Context: an optimization exercise on an open-source flow, tuned for small area, a short achievable clock period and few clock cycles. The choices shown serve that exercise and are no tape-out recipe.
In this exercise RTL edits were held to simulation tests only and were not proved equivalent to the original.
Power and IR drop assume default switching activity.

--- design/flow/design.v ---
module tumbler_sel (
    input  wire               clk,
    input  wire               rst,
    input  wire               wr_en,
    input  wire [4:0]         wr_pos,
    input  wire signed [23:0] wr_key,
    input  wire signed [7:0]  wr_temp,
    input  wire               wr_elig,
    input  wire               wr_fb,
    input  wire               wr_activate,
    input  wire               start,
    input  wire signed [15:0] lvl_n,
    input  wire [11:0]        lvl_f,
    input  wire signed [31:0] iarm,
    input  wire [7:0]         max_swap,
    input  wire [10:0]        f_dead,
    input  wire               therm_en,
    input  wire               frac_rotate,
    input  wire [15:0]        hyst,
    input  wire [7:0]         depth,
    input  wire               rate_en,
    input  wire [23:0]        credit_add,
    input  wire signed [7:0]  t0,
    input  wire [15:0]        gain,
    input  wire [15:0]        i_db,
    output reg                ready,
    output reg                done,
    output reg  [95:0]        cmd,
    output reg                out_pol,
    output reg  [5:0]         out_m,
    output reg  [11:0]        out_f,
    output reg                dir,
    output reg                pos_clamp,
    output reg                neg_clamp,
    output reg                frac_drop,
    output reg                frac_valid,
    output reg  [4:0]         frac_pos,
    output reg  [7:0]         swaps,
    output reg  [5:0]         healthy
);
    localparam NC = 32;
    localparam RW = 26;              
    localparam [2:0] C_BLOCK    = 3'd0,
                     C_BYPASS   = 3'd1,
                     C_INS_POS  = 3'd2,
                     C_INS_NEG  = 3'd3,
                     C_FRAC_POS = 3'd4,
                     C_FRAC_NEG = 3'd5;
    integer i;
    function automatic lt28(input [27:0] x, input [27:0] y);
        reg l;
        integer k;
        begin
            l = 1'b0;
            for (k = 0; k < 28; k = k + 1)
                l = (~x[k] & y[k]) | ((~x[k] | y[k]) & l);
            lt28 = l;
        end
    endfunction
    function automatic margin_gt(input [27:0] x, input [27:0] y, input [27:0] h);
        reg [27:0] a, b, sm, cy;
        reg [31:0] g, p;
        integer k, w;
        begin
            a  = ~y;
            b  = ~h;
            sm = x ^ a ^ b;
            cy = {(x[26:0] & a[26:0]) | (x[26:0] & b[26:0]) | (a[26:0] & b[26:0]), 1'b0};
            g = 32'd0;
            p = {32{1'b1}};
            for (k = 0; k < 27; k = k + 1) begin
                g[k] = sm[k] & cy[k];
                p[k] = sm[k] ^ cy[k];
            end
            g[0] = g[0] | p[0];
            for (w = 1; w < 32; w = w * 2)
                for (k = 0; k + w < 32; k = k + 2 * w) begin
                    g[k] = g[k+w] | (p[k+w] & g[k]);
                    p[k] = p[k+w] & p[k];
                end
            margin_gt = ~(sm[27] ^ cy[27] ^ g[0]);
        end
    endfunction
    function automatic ltt16(input [15:0] x, input [15:0] y);
        reg [15:0] l, e;
        integer k, w;
        begin
            for (k = 0; k < 16; k = k + 1) begin
                l[k] = ~x[k] & y[k];
                e[k] = ~(x[k] ^ y[k]);
            end
            for (w = 1; w < 16; w = w * 2)
                for (k = 0; k + w < 16; k = k + 2 * w) begin
                    l[k] = l[k+w] | (e[k+w] & l[k]);
                    e[k] = e[k+w] & e[k];
                end
            ltt16 = l[0];
        end
    endfunction
    function automatic [26:0] add27(input [26:0] x, input [26:0] y);
        reg c;
        integer k;
        begin
            c = 1'b0;
            for (k = 0; k < 27; k = k + 1) begin
                add27[k] = x[k] ^ y[k] ^ c;
                c = (x[k] & y[k]) | ((x[k] | y[k]) & c);
            end
        end
    endfunction
    function automatic [24:0] add24(input [23:0] x, input [23:0] y);
        reg c;
        integer k;
        begin
            c = 1'b0;
            for (k = 0; k < 24; k = k + 1) begin
                add24[k] = x[k] ^ y[k] ^ c;
                c = (x[k] & y[k]) | ((x[k] | y[k]) & c);
            end
            add24[24] = c;
        end
    endfunction
    function automatic [7:0] dec8(input [7:0] x, input [1:0] c);
        reg b;
        integer k;
        begin
            dec8[0] = x[0] ^ c[0];
            b       = ~x[0] & c[0];
            dec8[1] = x[1] ^ c[1] ^ b;
            b       = (~x[1] & (c[1] | b)) | (c[1] & b);
            for (k = 2; k < 8; k = k + 1) begin
                dec8[k] = x[k] ^ b;
                b       = ~x[k] & b;
            end
        end
    endfunction
    reg [RW-1:0]      ek_lo  [0:NC-1];
    reg [RW-1:0]      ek_hi  [0:NC-1];
    reg signed [7:0]  temp   [0:NC-1];
    reg        [23:0] credit [0:NC-1];
    reg [NC-1:0]      elig;
    reg [3*NC-1:0]    hist;
    reg               cm;            
    reg [NC-1:0]      fb;
    reg [NC-1:0]      pen_ok;
    reg [15:0]        pen_gain;
    reg signed [7:0]  pen_t0;
    reg               wp_v;
    reg               rc_ph;         
    reg               wp_w;          
    reg               rc_arm;        
    reg [4:0]         rc_e;
    reg [RW-1:0]      rc_s, rc_d;
    reg [4:0]         wp_pos;
    reg [23:0]        wp_key;
    reg signed [7:0]  wp_temp;
    reg               wp_elig, wp_fb, wp_act;
    reg [7:0]         wp_dep;
    reg               busy;
    reg               rst_r;
    reg [7:0]         lsn;           
    reg [NC-1:0]      ins;
    reg [5:0]         ins_cnt;
    reg               fresh;         
    reg               pos;           
    reg               low;           
    reg signed [15:0] s_n;
    reg [11:0]        s_f;
    reg [10:0]        s_f_dead;
    reg               s_therm_en;
    reg               s_rotate;
    reg [15:0]        s_hyst;
    reg [7:0]         s_max_swap;
    reg [7:0]         s_depth;
    reg               s_rate_en;
    reg [23:0]        s_credit_add;
    reg signed [7:0]  s_t0;
    reg [15:0]        s_gain;
    reg [7:0]         sw_cnt;
    reg               pf_v;
    reg [4:0]         pf_p;
    reg [5:0]         cnt_pos, cnt_neg, ins_pos_cnt, ins_neg_cnt;
    reg [NC-1:0]      ins_pos0, ins_neg0;
    always @* begin
        cnt_pos = 6'd0; cnt_neg = 6'd0; ins_pos_cnt = 6'd0; ins_neg_cnt = 6'd0;
        for (i = 0; i < NC; i = i + 1) begin
            ins_pos0[i] = elig[i] & (hist[3*i +: 3] == C_INS_POS);
            ins_neg0[i] = elig[i] & fb[i] & (hist[3*i +: 3] == C_INS_NEG);
            cnt_pos     = cnt_pos + {5'd0, elig[i]};
            cnt_neg     = cnt_neg + {5'd0, elig[i] & fb[i]};
            ins_pos_cnt = ins_pos_cnt + {5'd0, ins_pos0[i]};
            ins_neg_cnt = ins_neg_cnt + {5'd0, ins_neg0[i]};
        end
    end
    reg [NC-1:0] crr, av_p, av_n, cr_p, cr_n;
    reg [6:0]    th_p0, th_p1, th_n0, th_n1;
    always @* begin
        for (i = 0; i < NC; i = i + 1) begin
            crr[i]  = credit[i][23:16] != 8'd0;
            av_p[i] = elig[i];
            av_n[i] = elig[i] & fb[i];
            cr_p[i] = av_p[i] & crr[i];
            cr_n[i] = av_n[i] & crr[i];
        end
        th_p0 = {2'b00, cnt_pos[5:1]};
        th_n0 = {2'b00, cnt_neg[5:1]};
        th_p1 = {2'b00, cnt_pos[5:1]};
        th_n1 = {2'b00, cnt_neg[5:1]};
    end
    wire [5:0] mg_p  = (lvl_n[14:6] != 9'd0)    ? 6'd63 : lvl_n[5:0];
    wire [5:0] mg_n  = (lvl_n[14:6] != 9'h1ff)  ? 6'd63 : ~lvl_n[5:0];
    wire       st_flip = lvl_n[15] ? ({1'b0, mg_n} >= (rate_en ? th_n1 : th_n0))
                                   : ({1'b0, mg_p} >= (rate_en ? th_p1 : th_p0));
    reg          flip;           
    wire [NC-1:0] ins0   = pos ? ins_pos0 : ins_neg0;
    wire [NC-1:0] av_s   = pos ? av_p : av_n;
    wire [NC-1:0] cr_s   = pos ? cr_p : cr_n;
    wire [NC-1:0] alt_s  = (!s_rate_en || cr_s == {NC{1'b0}}) ? av_s : cr_s;
    wire [NC-1:0] st_ins = (flip && ins0 == {NC{1'b0}}) ? alt_s : ins0;
    reg  [5:0]    st_cnt;
    always @* begin
        st_cnt = 6'd0;
        for (i = 0; i < NC; i = i + 1)
            st_cnt = st_cnt + {5'd0, st_ins[i]};
    end
    wire [NC-1:0] ins_e = fresh ? st_ins : ins;
    wire [5:0]    cnt_e = fresh ? st_cnt : ins_cnt;
    wire dir_chg = !iarm[31] ? ((iarm[30:16] != 15'd0) || ltt16(i_db, iarm[15:0]))
                             : ((iarm[30:16] != 15'h7fff) || !ltt16(~iarm[15:0], i_db));
    wire st_dir  = dir_chg ? iarm[31] : dir;
    reg [16:0]        p_m;
    reg [11:0]        p_fp;
    reg [5:0]         p_avail_cnt;
    reg               p_pos_clamp;
    reg               p_neg_clamp;
    reg               p_frac_drop;
    always @* begin
        if (!s_n[15]) begin
            p_m   = {1'b0, s_n};
            p_fp  = s_f;
        end else if (s_f == 12'd0) begin
            p_m   = -{s_n[15], s_n};
            p_fp  = 12'd0;
        end else begin
            p_m   = ~{s_n[15], s_n};
            p_fp  = 12'd0 - s_f;
        end
        if (s_f_dead != 11'd0 && p_fp != 12'd0) begin
            if (p_fp < {1'b0, s_f_dead}) begin
                p_fp = 12'd0;
            end else if ({1'b0, p_fp} >= 13'd4096 - {2'b00, s_f_dead}) begin
                p_m  = p_m + 17'd1;
                p_fp = 12'd0;
            end
        end
        p_avail_cnt = pos ? cnt_pos : cnt_neg;
        p_pos_clamp = 1'b0;
        p_neg_clamp = 1'b0;
        if (!pos && fb == {NC{1'b0}}) begin
            p_m  = 17'd0;
            p_fp = 12'd0;
            p_neg_clamp = 1'b1;
        end else if (p_m > {11'd0, p_avail_cnt}) begin
            p_m  = {11'd0, p_avail_cnt};
            p_fp = 12'd0;
            if (pos) p_pos_clamp = 1'b1;
            else     p_neg_clamp = 1'b1;
        end
        p_frac_drop = 1'b0;
        if (p_fp != 12'd0 && p_m[5:0] == p_avail_cnt) begin
            p_fp = 12'd0;
            p_frac_drop = 1'b1;
        end
    end
    wire [5:0] m = p_m[5:0];
    reg [NC-1:0]      avail, outs, has_cr, has_cr2;
    reg [RW-1:0]      rku [0:NC-1];      
    always @* begin
        for (i = 0; i < NC; i = i + 1) begin
            avail[i]   = elig[i] & (pos | fb[i]);
            outs[i]    = avail[i] & ~ins_e[i];
            has_cr[i]  = !s_rate_en || (credit[i][23:16] != 8'd0);
            has_cr2[i] = !s_rate_en || (credit[i][23:17] != 7'd0);
            rku[i]     = lsn[i/4] ? {~ek_lo[i][RW-1], ek_lo[i][RW-2:0]}
                             : {~ek_hi[i][RW-1], ek_hi[i][RW-2:0]};
        end
    end
    reg [4:0]         e_pos;
    reg               e_any;
    reg [NC-1:0]      e_oh;
    reg [RW:0]        e_k2;
    reg [23:0]        e_key;
    reg signed [7:0]  e_temp;
    reg signed [8:0]  e_dt;
    reg [23:0]        e_pen;
    reg [RW-1:0]      e_lo, e_hi;
    wire [RW+1:0]     f_k;
    always @* begin
        e_pos = 5'd0;
        e_any = 1'b0;
        for (i = NC - 1; i >= 0; i = i - 1)
            if (!pen_ok[i]) begin
                e_pos = i[4:0];
                e_any = 1'b1;
            end
        for (i = 0; i < NC; i = i + 1)
            e_oh[i] = (rc_ph ? rc_e : e_pos) == i[4:0];
        e_k2   = add27({rc_s[RW-1], ~rc_s[RW-1], rc_s[RW-2:0]},
                       {rc_d[RW-1], rc_d[RW-1], ~rc_d[RW-2:0]});
        e_key  = wp_w ? wp_key : e_k2[24:1];
        e_temp = wp_w ? wp_temp : temp[wp_pos];
        e_dt   = $signed({e_temp[7], e_temp}) - $signed({pen_t0[7], pen_t0});
        e_pen  = (e_dt > 0) ? pen_gain * e_dt[7:0] : 24'd0;
        e_lo   = add27({3'b000, e_pen}, {{(27-24){e_key[23]}}, e_key});
        e_hi   = add27({3'b000, e_pen}, {{(27-24){~e_key[23]}}, ~e_key});
    end
    wire wp_wr   = wp_v && wp_w;
    wire rc_p0   = !rc_ph && rc_arm && e_any && !wp_wr;
    wire rc_load = rc_ph && !wp_wr && !st_wr;
    wire st_low  = (st_dir == 1'b0) == !lvl_n[15];
    wire ph_nx   = !(busy && hold && pen_new) && rc_p0;
    wire sel_nx  = ph_nx ? 1'b0 : (e_any ? 1'b1 : low);
    reg [NC-1:0] elig_nx;
    always @* begin
        for (i = 0; i < NC; i = i + 1)
            elig_nx[i] = rst_r ? 1'b0 : (wp_wr && wp_pos == i[4:0]) ? wp_elig : elig[i];
    end
    wire [15:0] eff_gain = s_therm_en ? s_gain : 16'd0;
    wire [7:0]  eff_t0   = (s_therm_en && s_gain != 16'd0) ? s_t0 : 8'sd0;
    wire pen_new = (eff_gain != pen_gain || eff_t0 != pen_t0);
    wire hold    = pen_new || pen_ok != {NC{1'b1}} || wp_v;
    reg [NC-1:0] f_pool;
    reg          f_excl;
    always @* begin
        f_excl = s_rotate && pf_v &&
                 ((outs & ~({{(NC-1){1'b0}}, 1'b1} << pf_p)) != {NC{1'b0}});
        for (i = 0; i < NC; i = i + 1)
            f_pool[i] = outs[i] && !(f_excl && pf_p == i[4:0]);
    end
    wire [NC*RW-1:0] rk_flat;
    genvar g;
    generate
        for (g = 0; g < NC; g = g + 1) begin : g_keys
            assign rk_flat[g*RW +: RW] = rku[g];
        end
    endgenerate
    wire [RW+1:0] b_k, w_k;
    wire [4:0]    b_pos, w_pos, f_pos;
    tsel_search #(.W(RW)) u_s (
        .rk(rk_flat),
        .b_mem(outs),   .b_tier(has_cr),
        .w_mem(ins_e),    .w_tier(has_cr),
        .f_mem((rc_ph || rc_arm) ? e_oh : f_pool), .f_tier(has_cr2),
        .b_k(b_k), .b_idx(b_pos),
        .w_k(w_k), .w_idx(w_pos),
        .f_k(f_k), .f_idx(f_pos));
    wire b_found = !b_k[RW+1];
    wire b_cr    = !b_k[RW];
    wire w_found = !w_k[RW+1];
    wire w_cr    = !w_k[RW];
    wire f_found = !f_k[RW+1];
    wire          swap_ok = b_found && w_found && b_cr && w_cr &&
                            margin_gt({2'b00, ~w_k[RW-1:0]}, {2'b00, b_k[RW-1:0]}, {12'd0, s_hyst});
    wire         frac_sel = (p_fp != 12'd0) && f_found;
    reg [2:0]    c_new  [0:NC-1];
    reg [1:0]    c_cost [0:NC-1];
    reg [23:0]   c_cred [0:NC-1];
    wire         cu = cm && s_rate_en;
    reg [2:0]    c_last, c_nw;
    reg [24:0]   c_sum;
    reg [23:0]   c_base;
    reg [7:0]    c_depth;
    always @* begin
        c_depth = (s_depth == 8'd0) ? 8'd1 : s_depth;
        for (i = 0; i < NC; i = i + 1) begin
            c_last = hist[3*i +: 3];
            c_nw   = cmd[3*i +: 3];
            if (!elig[i])
                c_new[i] = C_BLOCK;
            else if (ins_e[i])
                c_new[i] = pos ? C_INS_POS : C_INS_NEG;
            else if (frac_sel && f_pos == i[4:0])
                c_new[i] = pos ? C_FRAC_POS : C_FRAC_NEG;
            else
                c_new[i] = C_BYPASS;
            if (c_nw == C_BLOCK || c_last == C_BLOCK)
                c_cost[i] = 2'd0;
            else if (c_nw == C_FRAC_POS || c_nw == C_FRAC_NEG)
                c_cost[i] = 2'd2;
            else if (c_last == C_FRAC_POS || c_last == C_FRAC_NEG)
                c_cost[i] = (c_nw == C_BYPASS) ? 2'd0 : 2'd1;
            else
                c_cost[i] = (c_nw == c_last) ? 2'd0 : 2'd1;
            c_sum = add24(credit[i], s_credit_add);
            if (lt28({3'd0, c_depth, 16'd0}, {3'd0, c_sum}))
                c_base = {c_depth, 16'd0};
            else
                c_base = c_sum[23:0];
            if (c_base[23:17] == 7'd0 && (c_cost[i][1] || (c_cost[i][0] && !c_base[16])))
                c_cred[i] = 24'd0;
            else
                c_cred[i] = {dec8(c_base[23:16], c_cost[i]), c_base[15:0]};
        end
    end
    wire st_go    = !busy && start;
    wire st_wr    = !busy && !start && wr_en;
    wire go       = busy && !hold;
    wire do_add   = go && (cnt_e < m);
    wire do_rem   = go && !(cnt_e < m) && (cnt_e > m);
    wire do_swap  = go && (cnt_e == m) && (sw_cnt < s_max_swap) && swap_ok;
    wire do_commit = go && (cnt_e == m) && !((sw_cnt < s_max_swap) && swap_ok);
    always @(posedge clk) begin
        if (rst) begin
            busy       <= 1'b0;
            ready      <= 1'b1;
            pf_v       <= 1'b0;
            pen_ok     <= {NC{1'b1}};
            pen_gain   <= 16'd0;
            pen_t0     <= 8'sd0;
            wp_v       <= 1'b0;
            wp_w       <= 1'b0;
            cm         <= 1'b0;
            rc_ph      <= 1'b0;
            rc_arm     <= 1'b0;
            done       <= 1'b0;
            cmd        <= 96'd0;
            out_pol    <= 1'b0;
            out_m      <= 6'd0;
            out_f      <= 12'd0;
            dir        <= 1'b0;
            pos_clamp  <= 1'b0;
            neg_clamp  <= 1'b0;
            frac_drop  <= 1'b0;
            frac_valid <= 1'b0;
            frac_pos   <= 5'd0;
            swaps      <= 8'd0;
            healthy    <= 6'd0;
        end else begin
            done <= do_commit;
            wp_v <= st_wr || rc_load;
            wp_w <= st_wr;
            if (wp_v)
                pen_ok[wp_pos] <= 1'b1;
            if (rc_load)
                pen_ok[rc_e] <= 1'b1;
            rc_ph  <= rc_p0;
            rc_arm <= e_any;
            if (st_go) begin
                busy  <= 1'b1;
                ready <= 1'b0;
                dir   <= st_dir;
                sw_cnt <= 8'd0;
            end
            if (busy && hold && pen_new) begin
                pen_gain <= eff_gain;
                pen_t0   <= eff_t0;
                pen_ok   <= ~elig;
                rc_ph    <= 1'b0;
            end
            if (do_swap)
                sw_cnt <= sw_cnt + 8'd1;
            cm <= do_commit;
            if (cm) begin
                pf_v <= frac_valid;
                pf_p <= frac_pos;
            end
            if (go) begin
                for (i = 0; i < NC; i = i + 1)
                    cmd[3*i +: 3] <= c_new[i];
                out_pol    <= !pos;
                out_m      <= m;
                out_f      <= p_fp;
                pos_clamp  <= p_pos_clamp;
                neg_clamp  <= p_neg_clamp;
                frac_drop  <= p_frac_drop;
                healthy    <= cnt_pos;
                frac_valid <= frac_sel;
                frac_pos   <= frac_sel ? f_pos : 5'd0;
                swaps      <= sw_cnt;
            end
            if (do_commit) begin
                busy       <= 1'b0;
                ready      <= 1'b1;
            end
        end
    end
    always @(posedge clk) begin
        rst_r <= rst;
        if (rst_r) begin
            hist <= {3*NC{1'b0}};
            elig <= {NC{1'b0}};
            fb   <= {NC{1'b0}};
            for (i = 0; i < NC; i = i + 1)
                credit[i] <= 24'd0;
        end else begin
            if (cm)
                hist <= cmd;
            if (cu) begin
                for (i = 0; i < NC; i = i + 1)
                    if (elig[i])
                        credit[i] <= c_cred[i];
            end
            if (wp_wr) begin
                elig[wp_pos] <= wp_elig;
                fb[wp_pos]   <= wp_fb;
                if (wp_act)
                    credit[wp_pos] <= {((wp_dep == 8'd0) ? 8'd1 : wp_dep), 16'd0};
            end
        end
    end
    always @(posedge clk) begin
        for (i = 0; i < NC / 4; i = i + 1)
            if (!busy)
                lsn[i] <= st_low & (|elig_nx[4*i +: 4]);
            else
                lsn[i] <= sel_nx & (|elig[4*i +: 4]);
    end
    always @(posedge clk) begin
        if (wp_v) begin
            ek_lo[wp_pos] <= e_lo;
            ek_hi[wp_pos] <= e_hi;
        end
        if (!rc_ph) begin
            rc_e <= e_pos;
            rc_s <= f_k[RW-1:0];
        end
        if (wp_wr)
            temp[wp_pos] <= wp_temp;
        wp_temp <= wr_temp;
        wp_elig <= wr_elig;
        wp_fb   <= wr_fb;
        wp_act  <= wr_activate;
        wp_dep  <= depth;
        if (rc_ph)
            rc_d <= f_k[RW-1:0];
        if (rc_load) begin
            wp_pos <= rc_e;
        end else begin
            wp_pos <= wr_pos;
            wp_key <= wr_key;
        end
        if (!busy) begin
            flip         <= st_flip;
            pos          <= !lvl_n[15];
            low          <= st_low;
            s_n          <= lvl_n;
            s_f          <= lvl_f;
            s_f_dead     <= f_dead;
            s_therm_en   <= therm_en;
            s_rotate     <= frac_rotate;
            s_hyst       <= hyst;
            s_max_swap   <= max_swap;
            s_depth      <= depth;
            s_rate_en    <= rate_en;
            s_credit_add <= credit_add;
            s_t0         <= t0;
            s_gain       <= gain;
        end
        if (!busy)
            fresh <= 1'b1;
        else if (go)
            fresh <= 1'b0;
        if (go) begin
            for (i = 0; i < NC; i = i + 1)
                ins[i] <= (ins_e[i] || ((do_add || do_swap) && b_pos == i[4:0])) &&
                          !((do_rem || do_swap) && w_pos == i[4:0]);
            ins_cnt <= cnt_e + {5'd0, do_add} - {5'd0, do_rem};
        end
    end
endmodule
module tsel_search #(parameter W = 26) (
    input  wire [32*W-1:0] rk,
    input  wire [31:0]     b_mem, b_tier,
    input  wire [31:0]     w_mem, w_tier,
    input  wire [31:0]     f_mem, f_tier,
    output wire [W+1:0]    b_k, w_k, f_k,
    output wire [4:0]      b_idx, w_idx, f_idx
);
    function automatic lt28(input [27:0] x, input [27:0] y);
        reg l;
        integer k;
        begin
            l = 1'b0;
            for (k = 0; k < 28; k = k + 1)
                l = (~x[k] & y[k]) | ((~x[k] | y[k]) & l);
            lt28 = l;
        end
    endfunction
    wire [8*(W+2)-1:0] bq, wq, fq;
    wire [8*5-1:0]     biq, wiq, fiq;
    genvar q;
    generate
        for (q = 0; q < 8; q = q + 1) begin : gq
            wire [W-1:0] r0 = rk[(4*q+0)*W +: W];
            wire [W-1:0] r1 = rk[(4*q+1)*W +: W];
            wire [W-1:0] r2 = rk[(4*q+2)*W +: W];
            wire [W-1:0] r3 = rk[(4*q+3)*W +: W];
            wire c01 = lt28({{(28-W){1'b0}}, r1}, {{(28-W){1'b0}}, r0});
            wire c23 = lt28({{(28-W){1'b0}}, r3}, {{(28-W){1'b0}}, r2});
            wire c02 = lt28({{(28-W){1'b0}}, r2}, {{(28-W){1'b0}}, r0});
            wire c03 = lt28({{(28-W){1'b0}}, r3}, {{(28-W){1'b0}}, r0});
            wire c12 = lt28({{(28-W){1'b0}}, r2}, {{(28-W){1'b0}}, r1});
            wire c13 = lt28({{(28-W){1'b0}}, r3}, {{(28-W){1'b0}}, r1});
            tsel_quad #(.W(W), .TIE_HI(0)) u_qb (
                .r0(r0), .r1(r1), .r2(r2), .r3(r3),
                .c01(c01), .c23(c23), .c02(c02), .c03(c03), .c12(c12), .c13(c13),
                .mem(b_mem[4*q +: 4]), .tier(b_tier[4*q +: 4]), .q(q[2:0]),
                .k(bq[q*(W+2) +: W+2]), .idx(biq[q*5 +: 5]));
            tsel_quad #(.W(W), .TIE_HI(1)) u_qw (
                .r0(r0), .r1(r1), .r2(r2), .r3(r3),
                .c01(c01), .c23(c23), .c02(c02), .c03(c03), .c12(c12), .c13(c13),
                .mem(w_mem[4*q +: 4]), .tier(w_tier[4*q +: 4]), .q(q[2:0]),
                .k(wq[q*(W+2) +: W+2]), .idx(wiq[q*5 +: 5]));
            tsel_quad #(.W(W), .TIE_HI(0)) u_qf (
                .r0(r0), .r1(r1), .r2(r2), .r3(r3),
                .c01(c01), .c23(c23), .c02(c02), .c03(c03), .c12(c12), .c13(c13),
                .mem(f_mem[4*q +: 4]), .tier(f_tier[4*q +: 4]), .q(q[2:0]),
                .k(fq[q*(W+2) +: W+2]), .idx(fiq[q*5 +: 5]));
        end
    endgenerate
    tsel_min8 #(.W(W+2), .TIE_HI(0)) u_b (.keys_flat(bq), .idx_flat(biq), .k(b_k), .idx(b_idx));
    tsel_min8 #(.W(W+2), .TIE_HI(1)) u_w (.keys_flat(wq), .idx_flat(wiq), .k(w_k), .idx(w_idx));
    tsel_min8 #(.W(W+2), .TIE_HI(0)) u_f (.keys_flat(fq), .idx_flat(fiq), .k(f_k), .idx(f_idx));
endmodule
module tsel_quad #(parameter W = 26, parameter TIE_HI = 0) (
    input  wire [W-1:0] r0, r1, r2, r3,
    input  wire         c01, c23, c02, c03, c12, c13,
    input  wire [3:0]   mem, tier,
    input  wire [2:0]   q,
    output wire [W+1:0] k,
    output wire [4:0]   idx
);
    wire [1:0] t0 = {~mem[0], ~tier[0]};
    wire [1:0] t1 = {~mem[1], ~tier[1]};
    wire [1:0] t2 = {~mem[2], ~tier[2]};
    wire [1:0] t3 = {~mem[3], ~tier[3]};
    wire pa  = (t1 < t0) || (t1 == t0 && (TIE_HI ? !c01 : c01));
    wire pb  = (t3 < t2) || (t3 == t2 && (TIE_HI ? !c23 : c23));
    wire [1:0] ta = pa ? t1 : t0;
    wire [1:0] tb = pb ? t3 : t2;
    wire cab = pa ? (pb ? c13 : c12) : (pb ? c03 : c02);
    wire ph  = (tb < ta) || (tb == ta && (TIE_HI ? !cab : cab));
    wire s0  = !ph && !pa;
    wire s1  = !ph &&  pa;
    wire s2  =  ph && !pb;
    wire s3  =  ph &&  pb;
    wire [W-1:0] rr = ({W{s0}} & r0) | ({W{s1}} & r1) | ({W{s2}} & r2) | ({W{s3}} & r3);
    assign k   = {ph ? tb : ta, TIE_HI ? ~rr : rr};
    assign idx = {q, ph, ph ? pb : pa};
endmodule
module tsel_min8 #(parameter W = 8, parameter TIE_HI = 0) (
    input  wire [8*W-1:0] keys_flat,
    input  wire [8*5-1:0] idx_flat,
    output wire [W-1:0]   k,
    output wire [4:0]     idx
);
    function automatic lt28(input [27:0] x, input [27:0] y);
        reg l;
        integer j;
        begin
            l = 1'b0;
            for (j = 0; j < 28; j = j + 1)
                l = (~x[j] & y[j]) | ((~x[j] | y[j]) & l);
            lt28 = l;
        end
    endfunction
    genvar l, n;
    generate
        for (l = 0; l <= 3; l = l + 1) begin : lv
            localparam NN = 8 >> l;
            wire [W-1:0] kk [0:NN-1];
            wire [4:0]   ii [0:NN-1];
            for (n = 0; n < NN; n = n + 1) begin : nd
                if (l == 0) begin : leaf
                    assign kk[n] = keys_flat[n*W +: W];
                    assign ii[n] = idx_flat[n*5 +: 5];
                end else begin : node
                    wire [W-1:0] ka = lv[l-1].kk[2*n];
                    wire [W-1:0] kb = lv[l-1].kk[2*n+1];
                    wire         pick_b = TIE_HI ? !lt28({{(28-W){1'b0}}, ka}, {{(28-W){1'b0}}, kb})
                                                 :  lt28({{(28-W){1'b0}}, kb}, {{(28-W){1'b0}}, ka});
                    assign kk[n] = pick_b ? kb : ka;
                    assign ii[n] = pick_b ? lv[l-1].ii[2*n+1] : lv[l-1].ii[2*n];
                end
            end
        end
    endgenerate
    assign k   = lv[3].kk[0];
    assign idx = lv[3].ii[0];
endmodule
--- design/flow/flow/run.sh ---
#!/bin/bash
set -euo pipefail
export SETUP_SLACK_MARGIN=86
export MAX_REPAIR_ANTENNAS_ITER_DRT=20
bash standard.sh > standard.log 2>&1
--- design/flow/standard.sh ---
#!/bin/bash
# synth_recipe.tcl (not shown) runs the flow's synth.tcl, then flattens the netlist and writes it again
# the make line also repeats each setting of config.mk as NAME=value (left out here)
make -C /OpenROAD-flow-scripts/flow DESIGN_CONFIG=/design/flow/config.mk WORK_HOME=/design/flow/orfs CLKGATE_MAP_FILE= SYNTH_SCRIPT=/design/flow/synth_recipe.tcl "${@:-finish}"
--- design/flow/config.mk ---
export PLATFORM = sky130hd
export DESIGN_NAME = tumbler_sel
export DESIGN_NICKNAME = tumbler_sel
export VERILOG_FILES = /design/flow/design.v
export SDC_FILE = /design/flow/constraint.sdc
export NUM_CORES = 8
export LEC_CHECK = 0
export CAP_MARGIN = 30
export CORE_MARGIN = 2
export CORE_UTILIZATION = 50
export PLACE_DENSITY = 0.65
export SLEW_MARGIN = 30
--- design/flow/constraint.sdc ---
create_clock -name core_clock -period 110.0 [get_ports {clk}]
set_input_delay 22.0000 -clock core_clock [delete_from_list [all_inputs] [get_ports {clk}]]
set_output_delay 22.0000 -clock core_clock [all_outputs]
set_load 0.01 [all_outputs]
==> impl_metrics.yaml, run 1 <==
status:
  status: "no timing/DRC/antenna violations"
worst_setup_path:
  worst-path-stages: 38
  crit_top_cell: "nor2_1"
  regToRegSetupSlack_ns: 86.34
  path_buf_inv: 5
  cp_top_family: "simple AND/OR/NAND/NOR gates"
  rr_worst_depth: 84
  cp-start-kind: "input pin"
  endpoint_kind: "flop"
  crit_type: "input pin to flop"
  r2r-end: "ins[13]"
  crit_end: "lsn[6]"
  startpoint: "i_db[1]"
  cp_max_fo: 8
  slowest_delay_ns: 0.28
  timing.rr.start: "credit[22][19]"
  slowest_stage: "ha_4"
  arrival_ns: 25.61
  worstPathRequired_ns: 110.96
floorplanning:
  floorplan.initialDensity: 0.502
  std_cell_rows: 259
  boundaryPins: 355
  die_w_um: 710
  core-area_mm2: 0.497
  dieArea_mm2: 0.505
  die_y_um: 710
global_route:
  grt_pass1_wl_mm: 1820
  first_global_vias: 224000
  grtUsageTotal: 0.518
  antenna_found_initial: 141
  grt_remaining_overflow: 0
  grt_max_degree: 177
place:
  port_buffers: 354
  placed_cell_area_mm2: 0.264
  placed_cells: 32800
  gp_congestion: 1.17
  dp_hpwl_mm: 1050
  pre_cts_ws_ns: 83.20
clocking:
  clock_path_buffers: 4
  cts_buffers: 370
  cts_sinks: 3340
  insertion_delay_ns: 1.11
  h-tree-depth: 5
  cts_hold_buffers: 0
  path_clk_slew_ns: 0.06
  cts_tree: "yes"
  ctsRootBufferMaster: "clkbuf_16"
layout:
  most-common-layout-cells: "inv_1, edfxtp_1, nand2_1"
  final_layout_size_suffix_gt1_frac: 0.117
  syn2layout_area_growth_pct: 11.5
  multi_input_area_mm2: 0.145
  fill_cells: 43600
  fin_area_mm2: 0.278
  instances_no_fill: 33600
  fin_util: 0.559
  regArea_mm2: 0.0913
  nets: 28400
  layout_commonest_cell: "inv_1"
yosys:
  syn_area_mm2: 0.249
  synthSimpleGateAreaFrac: 0.143
  synth_mux_area_frac: 0.0785
  synth-adder-area-share: 0.135
  synth_top_family_by_area: "compound AO/OA/AOI/OAI gates"
  syn_area_per_cell_um2: 9.57
  syn-instance-count: 26100
  syn-num-nets: 27900
  dominantRegCellSynth: "edfxtp_1"
  ys_warn_count: 8
  synth_compound_area_frac: 0.211
  synthArstFlopShare: 0
  synth_cell_types: 145
  synth_xor_xnor_area_share: 0.00499
  synth-edff-count: 2426
  synth_seq_area_share: 0.365
  synth_seq_cells: 3340
pwr:
  power_frac_seq: 0.328
  power_density_mw_per_mm2: 19.0
  p_int_uw: 2840
  pwr-share-clk: 0.251
  leakagePower_uw: 0.0988
  ir_drop_mv: 0.0620
  switchingPower_uw: 2430
  p_comb_frac: 0.422
  switching_share: 0.461
sta:
  hold_viol: 0
  finalSetupViolations: 0
  slew_violations: 0
  fin_crit_ns: 24.65
  timing.final.crit_share: 0.224
  rsz0062_at_grt: "yes"
  tns_ns: 0
  tightest_slew_ns: 1.27
  fmaxAchievable_mhz: 40.6
  finalWorstSetupSlack_ns: 85.35
  slew_headroom: 0.145
  fin_skew_ns: 0.110
detailed_routing:
  num_vias: 243000
  wirelength_mm: 1360
  drtIter0Drc: 42800
  drc: 0
  vias_per_cell: 7.21
  wl_per_cell_um: 40.3
  detail-route-antenna-nets: 0
  first_pass_iters: 29
flow_run:
  drv_cap: 0
worst_hold_path:
  hold_path_class: "flop to flop"
per-stage QoR:
step	hold slack [ns]	total power [µW]
floorplan	0.429	2480
global placement	0.437	3760
detailed placement	0.448	3790
CTS	0.458	5080
global route	0.469	5250
finish	0.457	5280
routing by layer:
metal	routed length, µm	track usage	share of wire
met3	191000	0.196	0.14
met4	163000	0.490	0.12
met5	661	0.00124	0.00049
met2	542000	0.726	0.40
met1	459000	0.606	0.34
registers in the layout, indices dropped and copies added (netlist names), 32 cells and up:
register  flops
fb           32
pen_ok       32
ek_lo       832
cmd          96
ek_hi       832
hist         96
credit      768
temp        256
ins          32
elig         32
power groups by stage:
stage	Combinational [µW]	Clock (µW)	Sequential [µW]
after floorplan	739	0	1740
after global placement	2010	0	1750
after detailed placement	2030	0	1750
after CTS	2040	1320	1730
after global routing	2160	1360	1730
final	2220	1320	1730
cell families after synthesis:
group                    Yosys count
AO/OA/AOI/OAI                   7550
AND/OR/NAND/NOR                 7309
buffers and inverters           3803
flip-flops                      3340
adder cells (fa/ha/maj)         2198
multiplexers                    1731
XOR/XNOR                         142
final cells by class:
cell class,instances,area share
Antenna cell,158,0.00142
Clock buffer,496,0.0377
Clock inverter,190,0.00790
Inverter,2620,0.0356
Multi-Input combinational cell,18900,0.522
Sequential cell,3340,0.328
Tap cell,6655,0.0300
Timing Repair Buffer,1245,0.0369
repair_timing:
action,4_1_cts,5_1_grt
setup buffers,5,4
pin swaps,8,8
endpoints found under the setup margin,145,75
gates resized for setup,296,58
synth_stat cells, types with 82 or more instances:
| master | number | area share |
|---|---|---|
| a222oi_1 | 196 | 0.0079 |
| nand4_1 | 252 | 0.0063 |
| a21o_1 | 140 | 0.0042 |
| o22ai_1 | 1130 | 0.028 |
| o221ai_1 | 321 | 0.011 |
| o2111ai_1 | 138 | 0.0048 |
| nand3_1 | 469 | 0.0094 |
| mux2_2 | 619 | 0.028 |
| o31ai_1 | 126 | 0.0038 |
| a21oi_1 | 1215 | 0.024 |
| a31oi_1 | 225 | 0.0056 |
| nand2_1 | 2201 | 0.033 |
| o32ai_1 | 111 | 0.0039 |
| nand2b_1 | 627 | 0.016 |
| clkbuf_1 | 670 | 0.010 |
| and2_1 | 232 | 0.0058 |
| nand3b_1 | 82 | 0.0025 |
| o211ai_1 | 238 | 0.0072 |
| inv_1 | 2609 | 0.039 |
| or2_2 | 143 | 0.0036 |
| mux2i_1 | 986 | 0.040 |
| mux4_2 | 117 | 0.011 |
| nor2b_1 | 455 | 0.011 |
| a2111oi_0 | 105 | 0.0037 |
| a32oi_1 | 155 | 0.0054 |
| a221oi_1 | 228 | 0.0080 |
| a221o_1 | 130 | 0.0052 |
| fa_1 | 1011 | 0.081 |
| maj3_1 | 537 | 0.022 |
| ha_1 | 638 | 0.032 |
| dfxtp_1 | 914 | 0.073 |
| edfxtp_1 | 2426 | 0.29 |
| buf_4 | 103 | 0.0031 |
| nor2_1 | 1685 | 0.025 |
| buf_1 | 91 | 0.0014 |
| o21ai_1 | 83 | 0.0017 |
| buf_2 | 271 | 0.0054 |
| a22oi_1 | 304 | 0.0091 |
| o21ai_0 | 1271 | 0.026 |
| a211oi_1 | 285 | 0.0086 |
| o21a_1 | 104 | 0.0031 |
| nor4_1 | 192 | 0.0048 |
| a21boi_0 | 100 | 0.0030 |
| nor3_1 | 461 | 0.0092 |
tightest hold or removal path, cell delays in order (launching register included):
cell and delay, ns:
dfxtp_1 0.31, nand2_1 0.05, a21oi_1 0.05
worst min-delay path by stage:
stage                       start            end  slack, ns  cells after the start
floorplan            credit[0][0]   credit[0][0]       0.43                      2
global placement    credit[27][0]  credit[27][0]       0.44                      2
detailed placement       out_f[3]       out_f[3]       0.45                      2
CTS                      out_f[3]       out_f[3]       0.46                      2
global route             out_f[3]       out_f[3]       0.47                      2
finish                   out_f[3]       out_f[3]       0.46                      2
Testbench counts, summed over its fixed seeds: cycles 7,998.
==> run 2: changes to the inputs <==
--- a/design/flow/design.v
+++ b/design/flow/design.v
@@ -158,10 +158,11 @@
     reg [7:0]         wp_dep;
     reg               busy;
     reg               rst_r;
-    reg [7:0]         lsn;           
+    reg [15:0]        lsn;           
     reg [NC-1:0]      ins;
     reg [5:0]         ins_cnt;
     reg               fresh;         
+    reg               mp;            
     reg               pos;           
     reg               low;           
     reg signed [15:0] s_n;
@@ -281,7 +282,7 @@
             outs[i]    = avail[i] & ~ins_e[i];
             has_cr[i]  = !s_rate_en || (credit[i][23:16] != 8'd0);
             has_cr2[i] = !s_rate_en || (credit[i][23:17] != 7'd0);
-            rku[i]     = lsn[i/4] ? {~ek_lo[i][RW-1], ek_lo[i][RW-2:0]}
+            rku[i]     = lsn[i/2] ? {~ek_lo[i][RW-1], ek_lo[i][RW-2:0]}
                              : {~ek_hi[i][RW-1], ek_hi[i][RW-2:0]};
         end
     end
@@ -318,6 +319,7 @@
     wire rc_p0   = !rc_ph && rc_arm && e_any && !wp_wr;
     wire rc_load = rc_ph && !wp_wr && !st_wr;
     wire st_low  = (st_dir == 1'b0) == !lvl_n[15];
+    wire st_lowp = (iarm[31] == 1'b0) == !lvl_n[15];
     wire ph_nx   = !(busy && hold && pen_new) && rc_p0;
     wire sel_nx  = ph_nx ? 1'b0 : (e_any ? 1'b1 : low);
     reg [NC-1:0] elig_nx;
@@ -328,7 +330,7 @@
     wire [15:0] eff_gain = s_therm_en ? s_gain : 16'd0;
     wire [7:0]  eff_t0   = (s_therm_en && s_gain != 16'd0) ? s_t0 : 8'sd0;
     wire pen_new = (eff_gain != pen_gain || eff_t0 != pen_t0);
-    wire hold    = pen_new || pen_ok != {NC{1'b1}} || wp_v;
+    wire hold    = pen_new || pen_ok != {NC{1'b1}} || wp_v || mp;
     reg [NC-1:0] f_pool;
     reg          f_excl;
     always @* begin
@@ -509,11 +511,11 @@
         end
     end
     always @(posedge clk) begin
-        for (i = 0; i < NC / 4; i = i + 1)
+        for (i = 0; i < NC / 2; i = i + 1)
             if (!busy)
-                lsn[i] <= st_low & (|elig_nx[4*i +: 4]);
+                lsn[i] <= st_lowp & (elig_nx[2*i] | elig_nx[2*i+1]);
             else
-                lsn[i] <= sel_nx & (|elig[4*i +: 4]);
+                lsn[i] <= sel_nx & (elig[2*i] | elig[2*i+1]);
     end
     always @(posedge clk) begin
         if (wp_v) begin
@@ -543,6 +545,7 @@
             flip         <= st_flip;
             pos          <= !lvl_n[15];
             low          <= st_low;
+            mp           <= st_lowp != st_low;
             s_n          <= lvl_n;
             s_f          <= lvl_f;
             s_f_dead     <= f_dead;
@@ -556,6 +559,8 @@
             s_t0         <= t0;
             s_gain       <= gain;
         end
+        if (busy)
+            mp <= 1'b0;
         if (!busy)
             fresh <= 1'b1;
         else if (go)
==> run 2 against run 1 <==
Still clean on timing, DRC and antenna; sequential share of layout area grew 1.2 points; non-clock buffer count down 99; critical path depth is 3 lower; power grew 2.7%; cell area decreased by 3.3%; wire length decreased by 7.4%; sequential cell count increased by 9; largest cell class unchanged.
==> impl_metrics.yaml, run 2 <==
worst_setup_path:
  endpoint_kind: "flop"
  slowest_delay_ns: 0.25
  slowest_stage: "ha_4"
  worstPathRequired_ns: 110.80
  crit_top_cell: "nor2_1"
  cp_max_fo: 2
  cp-start-kind: "input pin"
  cp_top_family: "simple AND/OR/NAND/NOR gates"
  crit_type: "input pin to flop"
  arrival_ns: 24.86
  path_buf_inv: 3
global_route:
  grt_max_degree: 121
  met3_usage: 0.177
  groute.layer.met2.usage: 0.682
  use_met1: 0.630
  grtUsageTotal: 0.495
  grt.busiest_layer: "met2"
  antenna_found_initial: 119
  first_global_vias: 208000
  grt_remaining_overflow: 0
  grt_pass1_wl_mm: 1700
sta:
  slew_headroom: 0.163
  finalSetupViolations: 0
  tns_ns: 0
  timing.final.crit_share: 0.219
  timing.hold.ws_ns: 0.454
  fmaxAchievable_mhz: 41.6
  fin_skew_ns: 0.126
  hold_viol: 0
  rsz0062_at_grt: "yes"
  fin_crit_ns: 24.06
  slew_violations: 0
  tightest_slew_ns: 1.25
clocking:
  cts_sinks: 3349
  insertion_delay_ns: 1.13
  cts_tree: "yes"
  ctsRootBufferMaster: "clkbuf_16"
  cts_hold_buffers: 0
  path_clk_slew_ns: 0.07
  clock_path_buffers: 4
  h-tree-depth: 5
  cts_buffers: 373
floorplanning:
  core-area_mm2: 0.482
  die_y_um: 699
  floorplan.initialDensity: 0.501
  std_cell_rows: 255
  die_w_um: 699
  boundaryPins: 355
  dieArea_mm2: 0.489
status:
  status: "no timing/DRC/antenna violations"
layout:
  multi_input_area_mm2: 0.138
  regArea_mm2: 0.0915
  final_layout_size_suffix_gt1_frac: 0.123
  nets: 26800
  reg_top3: "ek_hi: 832 flops, ek_lo: 832 flops, credit: 768 flops"
  syn2layout_area_growth_pct: 11.3
  fill_cells: 42100
  most-common-layout-cells: "edfxtp_1, inv_1, nand2_1"
  layout_commonest_cell: "edfxtp_1"
yosys:
  synth_commonest_cells: "edfxtp_1, inv_1, nand2_1, nor2_1, o21ai_0"
  syn_area_per_cell_um2: 9.84
  synth_top_family_by_area: "compound AO/OA/AOI/OAI gates"
  synth_xor_xnor_area_share: 0.00489
  yosys.cell_count.top_type: "edfxtp_1"
  synthTopCellsByArea: "edfxtp_1, fa_1, dfxtp_1"
  yosysTopAreaCell: "edfxtp_1"
  synth_top_area_share: 0.302
  synth-adder-area-share: 0.136
  synth_cell_types: 132
  synth_seq_area_share: 0.378
  syn-num-nets: 26400
  synthSimpleGateAreaFrac: 0.127
  ys_warn_count: 8
  synth_mux_area_frac: 0.0966
  dominantRegCellSynth: "edfxtp_1"
  syn-instance-count: 24500
  synth-edff-count: 2426
  syn_area_mm2: 0.242
  synthArstFlopShare: 0
  synth_compound_area_frac: 0.200
  synth_seq_cells: 3349
pwr:
  leakagePower_uw: 0.0944
  power_density_mw_per_mm2: 20.1
  ir_drop_mv: 0.0716
place:
  port_buffers: 354
  gp_congestion: 1.13
  dp_hpwl_mm: 959
detailed_routing:
  num_vias: 227000
  first_pass_iters: 13
  detail-route-antenna-nets: 0
  vias_per_cell: 7.15
  wl_per_cell_um: 39.5
  wirelength_mm: 1250
  drtIter0Drc: 40200
  drc: 0
worst_hold_path:
  hold_path_class: "flop to flop"
flow_run:
  drv_cap: 0
[run 2: layer usage]
layer	wire length, µm	up-vias	share of wire
met5	640	-	0.00051
met4	119000	46	0.095
met3	180000	3842	0.14
li1	-	93300	-
met2	498000	17800	0.40
met1	457000	112000	0.36
[run 2: worst paths after layout]
kind              startpoint        to  slack [ns]  cells after the start
setup / recovery     i_db[1]       low       85.94                     35
hold reg to reg     out_m[5]  out_m[5]        0.45                      2
hold / removal      out_m[5]  out_m[5]        0.45                      2
setup reg to reg         pos    ins[3]       86.21                     80
[run 2: cells by family after synthesis]
group	count (synthesis)
compound gates	6994
xor+xnor	135
fa+ha+maj	2115
buf+inv	3359
flops	3349
mux	2119
simple gates	6467
[run 2: report_power, final]
part | total [µW] | leakage, µW | switching [µW] | internal, µW
sequential | 1730 | 0.0298 | 17.5 | 1710
clock | 1330 | 0.00627 | 586 | 744
combinational | 2360 | 0.0583 | 1950 | 415
[run 2: layout make-up]
type,instances,area share
clock inverters,214,0.00940
diodes,102,0.000949
clock buffers,487,0.0386
inverters,2226,0.0313
repair buffers,1146,0.0357
well taps,6425,0.0299
flip-flops and latches,3349,0.340
multi-input cells,17800,0.514
[run 2: worst min-delay path, stage by stage, from the launching register on]
cell	delay, ns
dfxtp_1	0.31
nand2_1	0.05
a21oi_1	0.05
[run 2: what timing repair did]
action	4_1_cts	5_1_grt
endpoints found under the hold margin	0	0
buffers inserted	7	2
pin swaps	12	14
gates resized for setup	315	21
setup endpoints to repair	131	52
[run 2: through the flow]
step                      setup slack, ns  std cells  power [µW]  area, µm²  utilization
after floorplan                     85.53      24500        2500     242000            -
after global placement              84.02      30900        3900     254000        0.528
after detailed placement            84.32      31000        3940     255000        0.530
after CTS                           85.78      31700        5260     268000        0.557
after global routing                85.54      31700        5410     269000        0.558
final                               85.94      31800        5420     269000        0.558
Testbench counts of run 2, summed over its fixed seeds: cycles 8,000.
==> run 3: changes to the inputs <==
==> design/flow/flow/run.sh (replaced) <==
#!/bin/bash
set -euo pipefail
export SETUP_SLACK_MARGIN=87
export MAX_REPAIR_ANTENNAS_ITER_DRT=20
bash standard.sh > standard.log 2>&1
==> run 3 against run 2 <==
Still clean on timing, DRC and antenna; cell area up 0.70%; first-iteration DRC count down 4.1%; clock-buffer cell count down 7; critical endpoint unchanged.
==> impl_metrics.yaml, run 3 <==
status:
  status: "no timing/DRC/antenna violations"
yosys:
  synthArstFlopShare: 0
  synth_top_area_share: 0.302
  synthTopCellsByArea: "edfxtp_1, fa_1, dfxtp_1"
  yosys.cell_count.top_type: "edfxtp_1"
  syn_area_per_cell_um2: 9.84
  syn-num-nets: 26400
  syn-instance-count: 24500
  yosysTopAreaCell: "edfxtp_1"
  synth_seq_area_share: 0.378
  dominantRegCellSynth: "edfxtp_1"
  synth_seq_cells: 3349
  synth_commonest_cells: "edfxtp_1, inv_1, nand2_1, nor2_1, o21ai_0"
  synth_cell_types: 132
  syn_area_mm2: 0.242
  ys_warn_count: 8
  synth-edff-count: 2426
clocking:
  h-tree-depth: 5
  cts_sinks: 3349
  insertion_delay_ns: 1.15
  path_clk_slew_ns: 0.06
  ctsRootBufferMaster: "clkbuf_16"
  cts_buffers: 369
  cts_tree: "yes"
  cts_hold_buffers: 0
  clock_path_buffers: 4
flow_run:
  drv_cap: 0
global_route:
  grtUsageTotal: 0.496
  antenna_found_initial: 133
  grt_pass1_wl_mm: 1700
  grt_remaining_overflow: 0
  grt_max_degree: 118
  first_global_vias: 211000
worst_setup_path:
  cp-start-kind: "input pin"
  worstPathRequired_ns: 110.78
  slowest_stage: "ha_4"
  endpoint_kind: "flop"
  slowest_delay_ns: 0.25
  arrival_ns: 24.96
  cp_max_fo: 2
  crit_top_cell: "nor2_1"
  crit_type: "input pin to flop"
layout:
  fill_cells: 41700
  layout_commonest_cell: "edfxtp_1"
  syn2layout_area_growth_pct: 12.1
  nets: 26900
  reg_top3: "ek_hi: 832 flops, ek_lo: 832 flops, credit: 768 flops"
  fin_util: 0.562
  fin_area_mm2: 0.271
  most-common-layout-cells: "edfxtp_1, inv_1, nand2_1"
  final_layout_size_suffix_gt1_frac: 0.136
pwr:
  total_power_uw: 5350
  switchingPower_uw: 2500
  p_comb_frac: 0.433
  leakagePower_uw: 0.0952
  power_density_mw_per_mm2: 19.7
  p_int_uw: 2850
  power_frac_seq: 0.322
  switching_share: 0.467
  pwr-share-clk: 0.245
  ir_drop_mv: 0.0697
detailed_routing:
  detail-route-antenna-nets: 0
  drc: 0
  met1_length_mm: 446
  wl_per_cell_um: 39.4
  wl_met3_mm: 171
  num_vias: 228000
  wirelength_mm: 1260
  wl_met2_mm: 506
  first_pass_iters: 13
  vias_per_cell: 7.14
  drtIter0Drc: 38600
  top_layer: "met5"
floorplanning:
  std_cell_rows: 255
  boundaryPins: 355
  dieArea_mm2: 0.489
  die_y_um: 699
  core-area_mm2: 0.482
  floorplan.initialDensity: 0.501
  die_w_um: 699
sta:
  timing.final.crit_share: 0.220
  finalSetupViolations: 0
  slew_violations: 0
  tns_ns: 0
  slew_headroom: 0.132
  tightest_slew_ns: 1.30
  fmaxAchievable_mhz: 41.4
  finalWorstSetupSlack_ns: 85.82
  hold_viol: 0
  fin_skew_ns: 0.144
  fin_crit_ns: 24.18
  rsz0062_at_grt: "yes"
worst_hold_path:
  hold_path_class: "flop to flop"
place:
  placed_cell_area_mm2: 0.255
  port_buffers: 354
  pre_cts_ws_ns: 84.20
  dp_hpwl_mm: 963
  gp_congestion: 1.12
-- run 3: per-layer routing --
| layer | global-route usage | up-vias |
|---|---|---|
| met1 | 0.611 | 112000 |
| met5 | 0 | - |
| li1 | - | 93600 |
| met4 | 0.413 | 60 |
| met3 | 0.169 | 4320 |
| met2 | 0.699 | 17300 |
-- run 3: worst max-delay path: cells and delay by family --
family | cells | cell delay [ns]
xor+xnor | 1 | 0.08
simple gates | 27 | 2.00
fa+ha+maj | 1 | 0.25
compound gates | 3 | 0.48
buf+inv | 3 | 0.15
-- run 3: power groups by stage --
| stage | combinational [µW] | clock (µW) | sequential (µW) |
|---|---|---|---|
| floorplan | 761 | 0 | 1740 |
| global placement | 2100 | 0 | 1750 |
| detailed placement | 2140 | 0 | 1750 |
| CTS | 2150 | 1310 | 1720 |
| global route | 2260 | 1350 | 1720 |
| finish | 2310 | 1310 | 1720 |
-- run 3: layout make-up --
class	count	area [µm²]	share of cell area
Multi-Input combinational cell	17800	139000	0.512
Sequential cell	3349	91800	0.339
Inverter	2226	8440	0.0312
Clock inverter	206	2550	0.00941
Antenna cell	101	253	0.000933
Tap cell	6425	8040	0.0297
Clock buffer	480	10000	0.0371
Timing Repair Buffer	1265	11100	0.0408
-- run 3: worst paths after layout --
path	start	to	slack, ns	cells past startpoint
hold reg to reg	swaps[5]	swaps[5]	0.46	2
setup / recovery	i_db[1]	low	85.82	35
hold / removal	swaps[5]	swaps[5]	0.46	2
setup reg to reg	s_rate_en	ins[28]	87.15	74
-- run 3: timing repair --
action                                  4_1_cts  5_1_grt
pin swaps                                     6       17
resized for setup                          1247       58
endpoints found under the setup margin      215      216
buffers inserted                            112       26
-- run 3: cells by family (layout without fill, tap and decap cells) --
family | after synthesis | after routing | synth area share
AO/OA/AOI/OAI | 6994 | 6994 | 0.200
AND/OR/NAND/NOR | 6467 | 6467 | 0.127
buffers and inverters | 3359 | 4177 | 0.0570
flip-flops | 3349 | 3349 | 0.378
multiplexers | 2119 | 2119 | 0.0966
adder cells (fa/ha/maj) | 2115 | 2115 | 0.136
XOR/XNOR | 135 | 135 | 0.00489
other | 0 | 101 | 0
-- run 3: through the flow --
stage	hold WS [ns]	instances
2_1_floorplan	0.429	24500
3_3_place_gp	0.437	30900
3_5_place_dp	0.445	30900
4_1_cts	0.458	31700
5_1_grt	0.472	31800
6_report	0.457	31900
==> run 4: changes to the inputs <==
==> design/flow/run.sh (new file) <==
#!/bin/bash
# synth_recipe.tcl (not shown) runs the flow's synth.tcl, then flattens the netlist and writes it again
# the make line also repeats each setting of config.mk as NAME=value (left out here)
make -C /OpenROAD-flow-scripts/flow DESIGN_CONFIG=/design/flow/config.mk WORK_HOME=/design/flow/orfs CLKGATE_MAP_FILE= SYNTH_SCRIPT=/design/flow/synth_recipe.tcl finish
removed: design/flow/flow/run.sh
removed: design/flow/standard.sh
==> run 4 against run 3 <==
Clock-buffer cell count is 19 higher; largest cell class unchanged; first-iteration DRC count is 1.2% higher; cell area is 0.89% lower; register-to-register slack worse by 1.1 ns; critical path type is now flop to output port; worst hold slack hardly changed; global-route usage is 0.32 points higher; sequential power hardly changed; via count hardly changed; still clean; sequential cell count stayed put; largest power group unchanged.
==> impl_metrics.yaml, run 4 <==
status:
  status: "no timing/DRC/antenna violations"
layout:
  layout_commonest_cell: "edfxtp_1"
  multi_input_area_mm2: 0.138
  regArea_mm2: 0.0914
  most-common-layout-cells: "edfxtp_1, inv_1, nand2_1"
  fill_cells: 42000
  reg_top3: "ek_hi: 832 flops, ek_lo: 832 flops, credit: 768 flops"
  syn2layout_area_growth_pct: 11.1
  fin_util: 0.557
  nets: 26800
  final_layout_size_suffix_gt1_frac: 0.118
worst_hold_path:
  hold_path_end: "out_f[4]"
  hp-start: "out_f[4]"
  hold_path_class: "flop to flop"
  hold_path_depth: 2
floorplanning:
  std_cell_rows: 255
  die_w_um: 699
  dieArea_mm2: 0.489
  core-area_mm2: 0.482
  floorplan.initialDensity: 0.501
  boundaryPins: 355
  die_y_um: 699
yosys:
  synth-edff-count: 2426
  syn_area_per_cell_um2: 9.84
  synth_top_area_share: 0.302
  synthTopCellsByArea: "edfxtp_1, fa_1, dfxtp_1"
  dominantRegCellSynth: "edfxtp_1"
  syn_area_mm2: 0.242
  yosys.cell_count.top_type: "edfxtp_1"
  synth_seq_area_share: 0.378
  synth_commonest_cells: "edfxtp_1, inv_1, nand2_1, nor2_1, o21ai_0"
  synth_cell_types: 132
  syn-instance-count: 24500
  synthArstFlopShare: 0
  syn-num-nets: 26400
  ys_warn_count: 8
  synth_seq_cells: 3349
  yosysTopAreaCell: "edfxtp_1"
clocking:
  cts_tree: "yes"
  cts_resized: 0
  cts_sinks: 3349
  insertion_delay_ns: 1.14
  h-tree-depth: 5
  postCtsSetupRepairBufs: 0
  clock_path_buffers: 4
  cts_buffers: 371
  cts_hold_buffers: 0
  ctsRootBufferMaster: "clkbuf_16"
  path_clk_slew_ns: 0.06
sta:
  hold_viol: 0
  slew_violations: 0
  timing.final.crit_share: 0.225
  finalWorstSetupSlack_ns: 85.26
  fin_crit_ns: 24.74
  slew_headroom: 0.157
  rsz0062_at_grt: "no"
  fin_skew_ns: 0.160
  tns_ns: 0
  fmaxAchievable_mhz: 40.4
  finalSetupViolations: 0
  tightest_slew_ns: 1.23
worst_setup_path:
  timing.critical_path.cells: "clkdlybuf4s50_1"
  rr_worst_depth: 77
  r2r-end: "ins[22]"
  cp-start-kind: "flop"
  arrival_ns: 2.74
  worstPathRequired_ns: 88.00
  crit_type: "flop to output port"
  path_buf_inv: 1
  slowest_stage: "clkdlybuf4s50_1"
  regToRegSetupSlack_ns: 86.09
  cp_top_family: "buffers and inverters"
  timing.rr.start: "credit[16][22]"
  cp_max_fo: 6
  slowest_delay_ns: 1.15
  endpoint_kind: "output port"
pwr:
  power_density_mw_per_mm2: 19.8
  leakagePower_uw: 0.0937
  ir_drop_mv: 0.108
  total_power_uw: 5310
global_route:
  antenna_found_initial: 127
  grtUsageTotal: 0.499
  grt_max_degree: 81
  grt_pass1_wl_mm: 1710
  grt_remaining_overflow: 0
  first_global_vias: 210000
detailed_routing:
  wirelength_mm: 1270
  vias_per_cell: 7.16
  wl_per_cell_um: 39.8
  detail-route-antenna-nets: 0
  num_vias: 228000
  drtIter0Drc: 39100
  first_pass_iters: 13
  drc: 0
flow_run:
  drv_cap: 0
place:
  dp_hpwl_mm: 970
  gp_congestion: 1.11
  port_buffers: 354
  pre_cts_ws_ns: 84.47
[run 4: cell counts after synthesis]
No cell type changed its count.
[run 4: area by class of cell]
| class | instances | share of cell area |
|---|---|---|
| clock buffers | 499 | 0.0386 |
| clock inverters | 186 | 0.00807 |
| well taps | 6425 | 0.0299 |
| multi-input cells | 17800 | 0.515 |
| diodes | 125 | 0.00117 |
| repair buffers | 1136 | 0.0350 |
| inverters | 2226 | 0.0314 |
| flip-flops and latches | 3349 | 0.341 |
[run 4: stage by stage]
step                      instance area [µm²]  cells  hold slack (ns)
after floorplan                        242000  24500            0.429
after global placement                 255000  30900            0.438
after detailed placement               255000  31000            0.445
after CTS                              268000  31600            0.455
after global routing                   268000  31700            0.476
final                                  268000  31800            0.458
[run 4: worst reg2reg max path: cells and delay by family, from the launching register on]
family                   cells  cell delay, ns
AO/OA/AOI/OAI               38           11.12
adder cells (fa/ha/maj)      4            1.68
buffers and inverters        8            2.60
flip-flops                   1            0.39
multiplexers                 3            1.88
AND/OR/NAND/NOR             24            5.85
[run 4: worst max path at each step]
stage / from / endpoint / slack, ns / cells past startpoint
after floorplan: i_db[1] / low / 85.46 / 34
after CTS: cmd[56] / cmd[56] / 85.37 / 1
after detailed placement: i_db[1] / low / 84.47 / 35
after global routing: i_db[1] / low / 85.09 / 35
after global placement: i_db[1] / low / 84.19 / 35
final: cmd[83] / cmd[83] / 85.26 / 1
[run 4: power breakdown]
part / leakage [µW] / switching, µW / internal (µW)
Combinational: 0.0578 / 1890 / 396
Sequential: 0.0298 / 16.9 / 1710
Clock: 0.00609 / 580 / 723
Total: 0.0937 / 2480 / 2830
[run 4: cells by family after synthesis]
family          Yosys count  synth area share
buf+inv                3359            0.0570
simple gates           6467             0.127
flops                  3349             0.378
mux                    2119            0.0966
fa+ha+maj              2115             0.136
compound gates         6994             0.200
xor+xnor                135           0.00489
[run 4: layer usage]
metal | track usage | vias to the layer above | share of wire
met5 | 0.00206 | - | 0.00031
met2 | 0.713 | 17700 | 0.41
met1 | 0.610 | 112000 | 0.35
li1 | - | 93400 | -
met4 | 0.405 | 54 | 0.10
met3 | 0.171 | 4422 | 0.14

-- afterwards: timing with drivers on the ports --
In the flow no input, the clock included, has a driving cell. The finished layouts below were timed again as built, in two steps. Step 1, drivers: a clkbuf_16 drives clk and a buf_2 each remaining input, both assumed. Step 2 times the ports against the registers' clock, not the clock port: input delays grow and output delays shrink by t, the midpoint of the rising clock arrivals with the driver on. Slacks: no drivers / after step 1 / after step 2; pairs: no drivers / after step 1.
run	shift t [ns]	setup WS [ns]	hold slack, ns	slew at the worst register clock pin (ns)	worst data-port slew with drivers (ns)
run 1	1.193	85.349 / 85.413 / 84.220	0.457 / 0.457 / 0.457	0.10 / 0.10	0.13
run 2	1.210	85.940 / 85.817 / 84.816	0.454 / 0.454 / 0.454	0.08 / 0.08	0.25
run 3	1.230	85.819 / 85.917 / 84.688	0.457 / 0.457 / 0.457	0.08 / 0.08	0.20
run 4	1.202	85.260 / 85.119 / 84.458	0.458 / 0.458 / 0.458	0.07 / 0.07	0.20
After both steps every run listed still meets setup and hold. For run 3, which loses most, drivers alone change the setup slack by +0.098 ns; drivers and shift together by -1.131 ns.
